Context: an optimization exercise on an open-source flow, tuned for small area and a short achievable clock period. The choices shown serve that exercise and are no tape-out recipe.
In this exercise RTL edits were held to simulation tests only and were not proved equivalent to the original.
Power is estimated from default activity; no workload was simulated.

## fcvtn_unit
module fcvtn_unit (
    input  wire         clk,
    input  wire         rst,         
    input  wire         in_valid,
    input  wire [511:0] in_x,        
    input  wire [31:0]  in_ent,      
    input  wire [5:0]   in_rmode,    
    output reg          out_valid,
    output reg  [127:0] out_vd,      
    output reg  [3:0]   out_flags,   
    output reg  [30:0]  out_amax,    
    output reg          out_nan      
);
Size: about 1200 flip-flops, ~0.075 mm^2 of cells after synthesis.
Settings: LEC_CHECK=0, ABC_AREA=1, CAP_MARGIN=50, CORE_MARGIN=2, CORE_UTILIZATION=25, CTS_CLUSTER_DIAMETER=120, CTS_CLUSTER_SIZE=18, PLACE_DENSITY=0.35, SLEW_MARGIN=70; clock period 20.0 ns.
standard.sh (not shown) runs the stock make flow with config.mk's settings and CLKGATE_MAP_FILE= SYNTH_SCRIPT=/design/flow/synth_recipe.tcl, a recipe that flattens the netlist after the stock synthesis.
==> flow/flow/run.sh <==
#!/bin/bash
# Own layout flow: the standard flow (standard.sh) for every step, with
# one change: the buffer that the flow puts on each input and output port is
# sky130_fd_sc_hd__buf_1, the smallest buffer, instead of the cell the flow
# picks by itself (sky130_fd_sc_hd__clkdlybuf4s50_1). Every port still gets
# its own buffer. The make output goes to standard_flow.log; the tools' own
# logs stay under orfs/logs/.
set -euo pipefail
bash standard.sh finish "BUFFER_PORTS_ARGS=-buffer_cell sky130_fd_sc_hd__buf_1" > standard_flow.log 2>&1
==> next run, changes <==
--- a/flow/design.v
+++ b/flow/design.v
@@ -181,27 +181,29 @@
     output reg  [30:0]  out_amax,    
     output reg          out_nan      
 );
     reg         v_q;
     reg [511:0] x_q;
     reg [17:0]  ent_q;
     reg [5:0]   rmode_q;
     reg [8:0]   pd_q;
+    reg [7:0]   bbn_q;
     wire [8:0]  pd_in;
     fcvtn_predec u_pd (.eb(in_ent[3:1]), .mb(in_ent[6:4]), .pd(pd_in));
     always @(posedge clk) begin
         if (rst)
             v_q <= 1'b0;
         else
             v_q <= in_valid;
         x_q     <= in_x;
         ent_q   <= in_ent[17:0];
         rmode_q <= in_rmode;
         pd_q    <= pd_in;
+        bbn_q   <= {in_ent[15], ~in_ent[14:8]};
     end
     wire       sgn  = ent_q[0];
     wire [2:0] eb   = ent_q[3:1];
     wire [2:0] mb   = ent_q[6:4];
     wire [7:0] bias = ent_q[15:8];
     wire [1:0] pol  = ent_q[17:16];
     wire       fiz  = rmode_q[3];
     wire       foz  = rmode_q[4];
@@ -238,57 +240,56 @@
     wire [15:0]  lnan;
     wire [15:0]  lkill;
     wire [495:0] lmag;
     genvar i;
     generate
         for (i = 0; i < 16; i = i + 1) begin : g_la
             fcvtn_lane_a u_a (
                 .x(x_q[32*i +: 32]), .fiz(fiz), .sgn(sgn), .eb0(eb0), .mb0(mb0), .pol0(pol0),
-                .bb(bb), .bm1(bm1), .bp(bp), .hmask(hmask),
+                .bb(i < 8 ? bb : ~bbn_q), .bm1(bm1), .bp(bp), .hmask(hmask),
                 .mid(lmid[18*i +: 18]), .is_nan(lnan[i]), .kill(lkill[i]), .mag(lmag[31*i +: 31])
             );
         end
     endgenerate
-    function automatic gtp(input [30:0] a, input [30:0] b);
-        reg [30:0] g, e;
-        integer n, w;
+    function automatic gtg(input [30:0] a, input [30:0] b);
+        reg [3:0] g, e;
+        integer n, k;
         begin
-            for (n = 0; n < 31; n = n + 1) begin
-                g[n] = a[n] & ~b[n];
-                e[n] = a[n] | ~b[n];
-            end
-            for (w = 1; w < 31; w = w * 2)
-                for (n = 0; n + w < 31; n = n + 2 * w) begin
-                    g[n] = g[n+w] | (e[n+w] & g[n]);
-                    e[n] = g[n+w] | (e[n+w] & e[n]);
+            for (k = 0; k < 4; k = k + 1) begin
+                g[k] = 1'b0;
+                e[k] = 1'b1;
+                for (n = 8 * k; n < 8 * k + 8 && n < 31; n = n + 1) begin
+                    g[k] = (a[n] & ~b[n]) | ((a[n] | ~b[n]) & g[k]);
+                    e[k] = (a[n] & ~b[n]) | ((a[n] | ~b[n]) & e[k]);
                 end
-            gtp = g[0];
+            end
+            gtg = g[3] | (e[3] & (g[2] | (e[2] & (g[1] | (e[1] & g[0])))));
         end
     endfunction
     wire [247:0] a1v;
     wire [7:0]   a1k;
     wire [123:0] a2v;
     wire [3:0]   a2k;
     generate
         for (i = 0; i < 8; i = i + 1) begin : g_a1
             wire [30:0] va = lmag[31*(2*i) +: 31];
             wire [30:0] vb = lmag[31*(2*i+1) +: 31];
             wire        ka = lkill[2*i];
             wire        kb = lkill[2*i+1];
-            wire        sb = ~kb & (ka | gtp(vb, va));
+            wire        sb = ~kb & (ka | gtg(vb, va));
             assign a1v[31*i +: 31] = sb ? vb : va;
             assign a1k[i] = ka & kb;
         end
         for (i = 0; i < 4; i = i + 1) begin : g_a2
             wire [30:0] va = a1v[31*(2*i) +: 31];
             wire [30:0] vb = a1v[31*(2*i+1) +: 31];
             wire        ka = a1k[2*i];
             wire        kb = a1k[2*i+1];
-            wire        sb = ~kb & (ka | gtp(vb, va));
+            wire        sb = ~kb & (ka | gtg(vb, va));
             assign a2v[31*i +: 31] = sb ? vb : va;
             assign a2k[i] = ka & kb;
         end
     endgenerate
     reg         foz_m, sgn_m, eb0_m, pol2_m, rne_m, rna_m, rup_m, rdn_m, ova_s_m;
     reg [7:0]   maxcode_m, cnan_m, ova_m, sone_m, emask_m;
     always @(posedge clk) begin
         foz_m     <= foz;
@@ -344,22 +345,22 @@
     wire [61:0]  a3v;
     wire [1:0]   a3k;
     generate
         for (i = 0; i < 2; i = i + 1) begin : g_a3
             wire [30:0] va = a2v_m[31*(2*i) +: 31];
             wire [30:0] vb = a2v_m[31*(2*i+1) +: 31];
             wire        ka = a2k_m[2*i];
             wire        kb = a2k_m[2*i+1];
-            wire        sb = ~kb & (ka | gtp(vb, va));
+            wire        sb = ~kb & (ka | gtg(vb, va));
             assign a3v[31*i +: 31] = sb ? vb : va;
             assign a3k[i] = ka & kb;
         end
     endgenerate
-    wire        sb4  = ~a3k[1] & (a3k[0] | gtp(a3v[61:31], a3v[30:0]));
+    wire        sb4  = ~a3k[1] & (a3k[0] | gtg(a3v[61:31], a3v[30:0]));
     wire [30:0] amax = (a3k[0] & a3k[1]) ? 31'd0 : sb4 ? a3v[61:31] : a3v[30:0];
     always @(posedge clk) begin
         if (rst)
             out_valid <= 1'b0;
         else
             out_valid <= v_m;
         out_vd    <= vd;
         out_flags <= flags_all;
Sequential power grows by about 1%.
Count of clock-buffer cells in the layout decreases by 9.
Cell area shrinks by 4.9%.
Non-clock buffer count fell by 3.
Power goes up by 4.9%.
Hold slack improves by 0.0040 ns.

## re-timing with driven ports
The flow's constraints put no driver on any port. The routed layouts listed below were extracted and timed again, unchanged, in two steps.
Step 1, drivers: a clkbuf_16 drives clk and a buf_2 each remaining input, both assumed.
Step 2 also shifts input and output timing later by t, the mid clock arrival at the registers, as if the neighbouring blocks saw the same clock.
Three values: ideal ports, drivers, drivers and shift; two values: the first two.
| run | t, ns | slack for setup (ns) | worst hold slack (ns) | latest minus earliest clock arrival (ns) | worst slew at a driven data input, ns |
|---|---|---|---|---|---|
| the first run | 0.953 | 14.583 / 14.478 / 14.791 | 0.324 / 0.324 / 0.324 | 0.068 / 0.069 | 0.14 |
| the second run | 0.939 | 14.541 / 14.439 / 14.685 | 0.328 / 0.328 / 0.328 | 0.078 / 0.078 | 0.16 |
After both steps every run listed still meets setup and hold.
